Source: an optimization exercise on an open RTL-to-GDS flow (aim: small area and a short achievable clock period). Production flows keep margins and buffers that such runs may drop.
The RTL was checked by simulation tests, not by an equivalence proof against the original design.

==> flow/design.v (outline; a module is shown in full before it is edited, if it fits) <==
// module ct_time_core: 988 lines
// module ct_add: 36 lines
// module ct_add2: 34 lines
module ct_time_core (
  input  wire        clk,
  input  wire        rst,
  input  wire        cmd_valid,
  input  wire [2:0]  cmd_op,
  input  wire [95:0] cmd_data,
  output reg         resp_valid,
  output reg  [1:0]  resp_status,
  output wire [47:0] time_sec,
  output wire [29:0] time_ns,
  output wire [31:0] time_frac,
  output wire [63:0] linear_ns,
  output wire [15:0] linear_frac,
  output wire [47:0] rate_adj,
  output wire [47:0] rate_total,
  output wire [47:0] slew_limit,
  output wire [63:0] slew_remain,
  output wire [2:0]  status,
  output wire [3:0]  sticky,
  output wire [3:0]  cmp_armed,
  output wire [3:0]  cmp_fire
);
  // ...
==> flow/run.sh <==
#!/bin/bash
# synth_recipe.tcl (not shown) runs the flow's synth.tcl, then flattens the netlist and writes it again
# the make line also repeats each setting of config.mk as NAME=value (left out here)
make -C /OpenROAD-flow-scripts/flow DESIGN_CONFIG=/design/flow/config.mk WORK_HOME=/design/flow/orfs CLKGATE_MAP_FILE= SYNTH_SCRIPT=/design/flow/synth_recipe.tcl finish
==> flow/config.mk <==
export PLATFORM = sky130hd
export DESIGN_NAME = ct_time_core
export DESIGN_NICKNAME = ct_time_core
export VERILOG_FILES = /design/flow/design.v
export SDC_FILE = /design/flow/constraint.sdc
export NUM_CORES = 4
export LEC_CHECK = 0
export CAP_MARGIN = 20
export CORE_MARGIN = 2
export CORE_UTILIZATION = 30
export SLEW_MARGIN = 20
==> flow/constraint.sdc <==
create_clock -name core_clock -period 30.0 [get_ports {clk}]
set_input_delay 6.0000 -clock core_clock [delete_from_list [all_inputs] [get_ports {clk}]]
set_output_delay 6.0000 -clock core_clock [all_outputs]
set_load 0.01 [all_outputs]
==> results.toml, run 1 <==
[layout]
seqCellArea_um2 = 16400
fillers = 30100
clk_share_pct = 3.15
dominant_cells = "multi-input combinational cells"
seq_share_pct = 16.2
layout_common_cells = "ha_1, inv_1, fa_1, a21oi_1, nand2_1"

[timing]
hold_ws_ns = 0.457
relSlewSlack_pct = -0.470
maxSlewViolCount = 1
hold_violations = 0

[synthesis]
yosysSeqAreaShare_pct = 18.6
yosys_warnings = 11
synth_top_family_by_area = "adder cells"
yosys_most_used_dff = "dfxtp_1"
syn_area_per_cell_um2 = 9.16
synthTopCellsByCount = "ha_1, inv_1, fa_1"
synth_top_area_cell = "fa_1"

[critical_path]
path_max_fanout = 9
crit_buf_inv = 4
cp.depth = 23
crit_family = "adder cells"
max_stage_delay_ns = 0.81

[global_routing]
grt_pass1_vias = 75600
track_usage_pct = 25.9
grt_util_met2_pct = 39.4
use_met3_pct = 8.10

[detailed_routing]
routed-wl-met3_um = 47700
firstDrtPassIters = 8
met1_length_um = 155000
drcViolationCount = 0
drt-vias-per-instance = 5.57

[clock_tree]
cts-resized-gates = 0
clock_sinks = 660

[place]
gp_congestion = 1.00

[die]
row_count = 199
ioPinCount = 518

[outcome]
so.violations = "max-capacitance violations, max-slew violations"
status = "finished with violations"

[flow_run]
drv_cap = 1
==> inputs of run 2 (changes only) <==
--- a/flow/design.v
+++ b/flow/design.v
@@ -963,20 +963,31 @@
     end
   end
   always @(posedge clk) begin
     if (!rst && do_arm && cu == 2'd0) tgt0_q <= ~arm_tgt;
     if (!rst && do_arm && cu == 2'd1) tgt1_q <= ~arm_tgt;
     if (!rst && do_arm && cu == 2'd2) tgt2_q <= ~arm_tgt;
     if (!rst && do_arm && cu == 2'd3) tgt3_q <= ~arm_tgt;
   end
-  wire [62:0] rem_tr;
-  wire        rem_tr_co;
-  ct_add #(63) u_tr (.a(rem_q[82:20]), .b(63'd0), .ci(rem_neg & (|rem_q[19:0])),
-                     .s(rem_tr), .co(rem_tr_co));
+  reg  [62:0] rem_tr;
+  reg         tr_c, tr_b;
+  integer     tb, ti;
+  always @* begin
+    tr_b = rem_neg & (|rem_q[19:0]);
+    for (tb = 0; tb < 8; tb = tb + 1) begin
+      tr_c = tr_b;
+      for (ti = 0; ti < 8; ti = ti + 1)
+        if (tb * 8 + ti < 63) begin
+          rem_tr[tb * 8 + ti] = rem_q[20 + tb * 8 + ti] ^ tr_c;
+          tr_c = tr_c & rem_q[20 + tb * 8 + ti];
+        end
+      tr_b = tr_b & ((tb == 7) ? (&rem_q[82:76]) : (&rem_q[20 + tb * 8 +: 8]));
+    end
+  end
   assign time_sec    = sec_q;
   assign time_ns     = ns_q;
   assign time_frac   = sub_q[51:20];
   assign linear_ns   = lin_ns;
   assign linear_frac = sub_q[51:36];
   assign rate_adj    = {{11{rate_q[36]}}, rate_q};
   assign rate_total  = {{9{rt[38]}}, rt};
   assign slew_limit  = {13'd0, slim_q};
==> flow/flow/run.sh (new file) <==
#!/bin/bash
# Layout flow: the standard ORFS flow (standard synthesis unchanged), with
# the setup repair of floorplan, CTS and global routing asked to leave 17 ns of
# setup slack at the design's 30 ns clock, so that it works on the paths that
# set the achieved period. The clock, constraints and all other settings are
# the standard flow's. make's full output goes to flow_make.log; ORFS keeps each step's
# own log under orfs/logs/.
set -euo pipefail
bash standard.sh SETUP_SLACK_MARGIN=17 finish > flow_make.log 2>&1
==> flow/standard.sh (new file) <==
#!/bin/bash
# synth_recipe.tcl (not shown) runs the flow's synth.tcl, then flattens the netlist and writes it again
# the make line also repeats each setting of config.mk as NAME=value (left out here)
make -C /OpenROAD-flow-scripts/flow DESIGN_CONFIG=/design/flow/config.mk WORK_HOME=/design/flow/orfs CLKGATE_MAP_FILE= SYNTH_SCRIPT=/design/flow/synth_recipe.tcl "${@:-finish}"
==> flow/config.mk (replaced) <==
export PLATFORM = sky130hd
export DESIGN_NAME = ct_time_core
export DESIGN_NICKNAME = ct_time_core
export VERILOG_FILES = /design/flow/design.v
export SDC_FILE = /design/flow/constraint.sdc
export NUM_CORES = 4
export LEC_CHECK = 0
export CAP_MARGIN = 20
export CORE_MARGIN = 2
export CORE_UTILIZATION = 45
export PLACE_DENSITY = 0.75
export SLEW_MARGIN = 20
removed: flow/run.sh
==> run 2 against run 1 <==
Against the previous run: the run now finishes clean; maximum frequency increased by 16%; sequential share of layout area decreased by 0.31 points; largest cell class unchanged; critical path depth unchanged; register-to-register slack improved by 1.6 ns; synthesized cell count decreased by 0.26%; highest routed layer unchanged.
==> results.toml, run 2 <==
[worst_hold_path]
worstHoldPathCells = 2
hold_start = "sticky_q[1]$_SDFFE_PP0P_"
hold_end = "sticky_q[1]$_SDFFE_PP0P_"
hp-class = "reg2reg"

[place]
gp_congestion = 1.06
dp_cells = 12400
pre_cts_ws_ns = 13.84
portBuffers = 504
post-dp-hpwl_um = 298000

[clock_tree]
clock_sinks = 660
clk_pin_slew_ns = 0.06
clockRootBuffer = "clkbuf_16"
cts_hold_repair.buffers = 0
cts_tree = "built"
clock_latency_ns = 0.81
clk_path_buf_depth = 3
cts-buffers-inserted = 88
cts_max_level = 3

[layout]
stdcell_count = 12900
seqCellArea_um2 = 16600
multi_input_area_um2 = 66700
nNetsFinal = 12500
drive_above_1_share_pct = 11.3
top_register = "rem_q"
fin_util_pct = 53.5
layout_commonest_cell = "ha_1"
largest_reg_flops = 83
synthToLayoutAreaGrowth_pct = 18.5
fillers = 17200
layout_common_cells = "ha_1, inv_1, fa_1, nor2_1, a21oi_1"

[synthesis]
synth_top_area_cell = "fa_1"
syn_area_per_cell_um2 = 9.14
ys_ff_latch = 660
synth_edf_count = 320
postSynthCellCount = 9603
synthDistinctLibCells = 104
syn_area_um2 = 87800
yosys_most_used_dff = "dfxtp_1"
yosys_warnings = 10
synthTopCellsByArea = "fa_1, ha_1, edfxtp_1, dfxtp_1, inv_1"
synth_most_common_cell = "ha_1"
async_flop_share_pct = 0
yosysSeqAreaShare_pct = 18.7
yosys.area.top_type_share_pct = 18.9
synthTopCellsByCount = "ha_1, inv_1, fa_1"

[detailed_routing]
firstDrtPassIters = 7
drtIter0Drc = 9518
ant_nets = 0
drt-vias-per-instance = 6.30
vias = 81500
wl_per_cell_um = 30.3
routed_wl_um = 392000
drcViolationCount = 0

[die]
die-area_um2 = 199000
core_um2 = 194000
fp.dieH_um = 446
initial_core_util_pct = 45.2
row_count = 162
ioPinCount = 518
die_w_um = 446

[critical_path]
crit_slowest_cell = "fa_1"
worstPathCellList = "clkinvlp_4, buf_8, fa_1, fa_1, fa_1, fa_1, clkinvlp_4, buf_4, buf_4, fa_1, ha_1, nand4_1, nor3_4, nand3_4, a2111oi_4, buf_4, nor2_4, o221ai_4, a21boi_4, xnor2_2, buf_6, and2_1, clkdlybuf4s15_2"
r2r-end = "sec_q[47]$_SDFFE_PP0P_"
rr_startpoint = "r25_q[0]$_SDFFE_PP0P_"
r2r_slack_ns = 17.38
path_class = "reg2out"
crit_path_end_kind = "output port"
required_ns = 24.00
cp_common_cell = "fa_1"
max_stage_delay_ns = 0.55
arrival_ns = 7.22
r2r_cells = 43
path_max_fanout = 6
worstSetupStartpointType = "flip-flop"

[timing]
setup_tns_ns = 0
relSlewSlack_pct = 18.9
setup_violations = 0
hold_violations = 0
rsz0062_at_grt = "true"
period_share_pct = 44.1
hold_ws_ns = 0.461
skew_ns = 0.0696
max_freq_mhz = 75.6
tightest_slew_ns = 1.19
maxSlewViolCount = 0
period_minus_slack_ns = 13.22
setup_slack_ns = 16.78

[global_routing]
grt_pass1_vias = 81700
grt_first_pass_wirelength_um = 559000
grt_max_degree = 117
track_usage_pct = 38.6
antenna_found_initial = 15
gr-total-overflow = 0

[outcome]
status = "timing/DRC/antenna clean"

[flow_run]
drv_cap = 0
[run 2: area by class of cell]
type | count | area share [%]
inverter | 1171 | 4.49
clock inverter | 56 | 0.740
timing repair buffer | 1010 | 9.32
sequential | 660 | 15.9
antenna | 17 | 0.0409
tap | 2542 | 3.06
multi-input combinational | 7363 | 64.1
clock buffer | 109 | 2.31
[run 2: per-layer routing]
| layer | track usage [%] | share of wire, % | up-vias |
|---|---|---|---|
| met2 | 59.0 | 43 | 5446 |
| li1 | - | - | 34700 |
| met1 | 44.4 | 35 | 39700 |
| met5 | 0 | 0.026 | - |
| met3 | 10.7 | 12 | 1700 |
| met4 | 33.4 | 11 | 8 |
[run 2: logic make-up after synthesis]
family          after synthesis  synth area share (%)
fa+ha+maj                  2152                  37.8
simple gates               2233                  12.4
xor+xnor                    660                  6.58
buf+inv                    1597                  7.33
mux                          89                  1.06
other cells                   1               0.00427
compound gates             2211                  16.2
flops                       660                  18.7
[run 2: stage by stage]
stage               area [um^2]
finish                   104000
global route             104000
CTS                      102000
detailed placement        95800
global placement          95700
floorplan                 87900
[run 2: worst max-delay path: cells and delay by family, from the launching register on]
family          cells  cell delay (ns)
compound gates      3             0.71
fa+ha+maj           6             2.73
buf+inv             8             1.52
simple gates        5             0.88
flops               1             0.37
xor+xnor            1             0.22
[run 2: what timing repair did]
| item | 4_1_cts | 5_1_grt |
|---|---|---|
| resized for setup | 479 | 219 |
| pin swaps | 126 | 109 |
| endpoints found under the hold margin | 0 | 0 |
| setup endpoints to repair | 530 | 332 |
| buffers inserted | 204 | 97 |
| cloned | 9 | 2 |
[run 2: worst max path at each step]
stage,to,from,depth (start not counted)
3_3_place_gp,rem_q[41]$_SDFFE_PP0P_,cmd_data[0],31
3_5_place_dp,rem_q[41]$_SDFFE_PP0P_,cmd_data[0],31
6_report,cmp_fire[3],sec_q[0]$_SDFFE_PP0P_,23
5_1_grt,cmp_fire[3],sec_q[26]$_SDFFE_PP0P_,28
2_1_floorplan,tgt3_q[0]$_DFFE_PP_,cmd_data[0],27
4_1_cts,cmp_fire[3],sec_q[26]$_SDFFE_PP0P_,28

port drivers added, routing unchanged:
In the flow no input, the clock included, has a driving cell. The finished layouts below were timed again as built, in two steps. Step 1 sets driving cells, clkbuf_16 on the clock port and buf_2 on the other inputs (assumed; they add their load-dependent delay and slew). Step 2 moves the port delays by t, midway between the first and last clock arrival at a register: inputs arrive t later, outputs are due t later. That takes back most of the time a late clock gives input paths. Slacks: ideal ports / drivers / drivers and shift; pairs: ideal ports / drivers.
| run | t (ns) | slack for setup (ns) | hold slack, ns | pins driven straight from the clock port |
|---|---|---|---|---|
| run 1 | 0.825 | 14.630 / 14.540 / 14.355 | 0.457 / 0.457 / 0.457 | 1 |
| run 2 | 0.863 | 16.778 / 16.689 / 16.282 | 0.461 / 0.461 / 0.461 | 1 |
For run 2, which loses most, drivers alone change the setup slack by -0.089 ns; drivers and shift together by -0.496 ns.
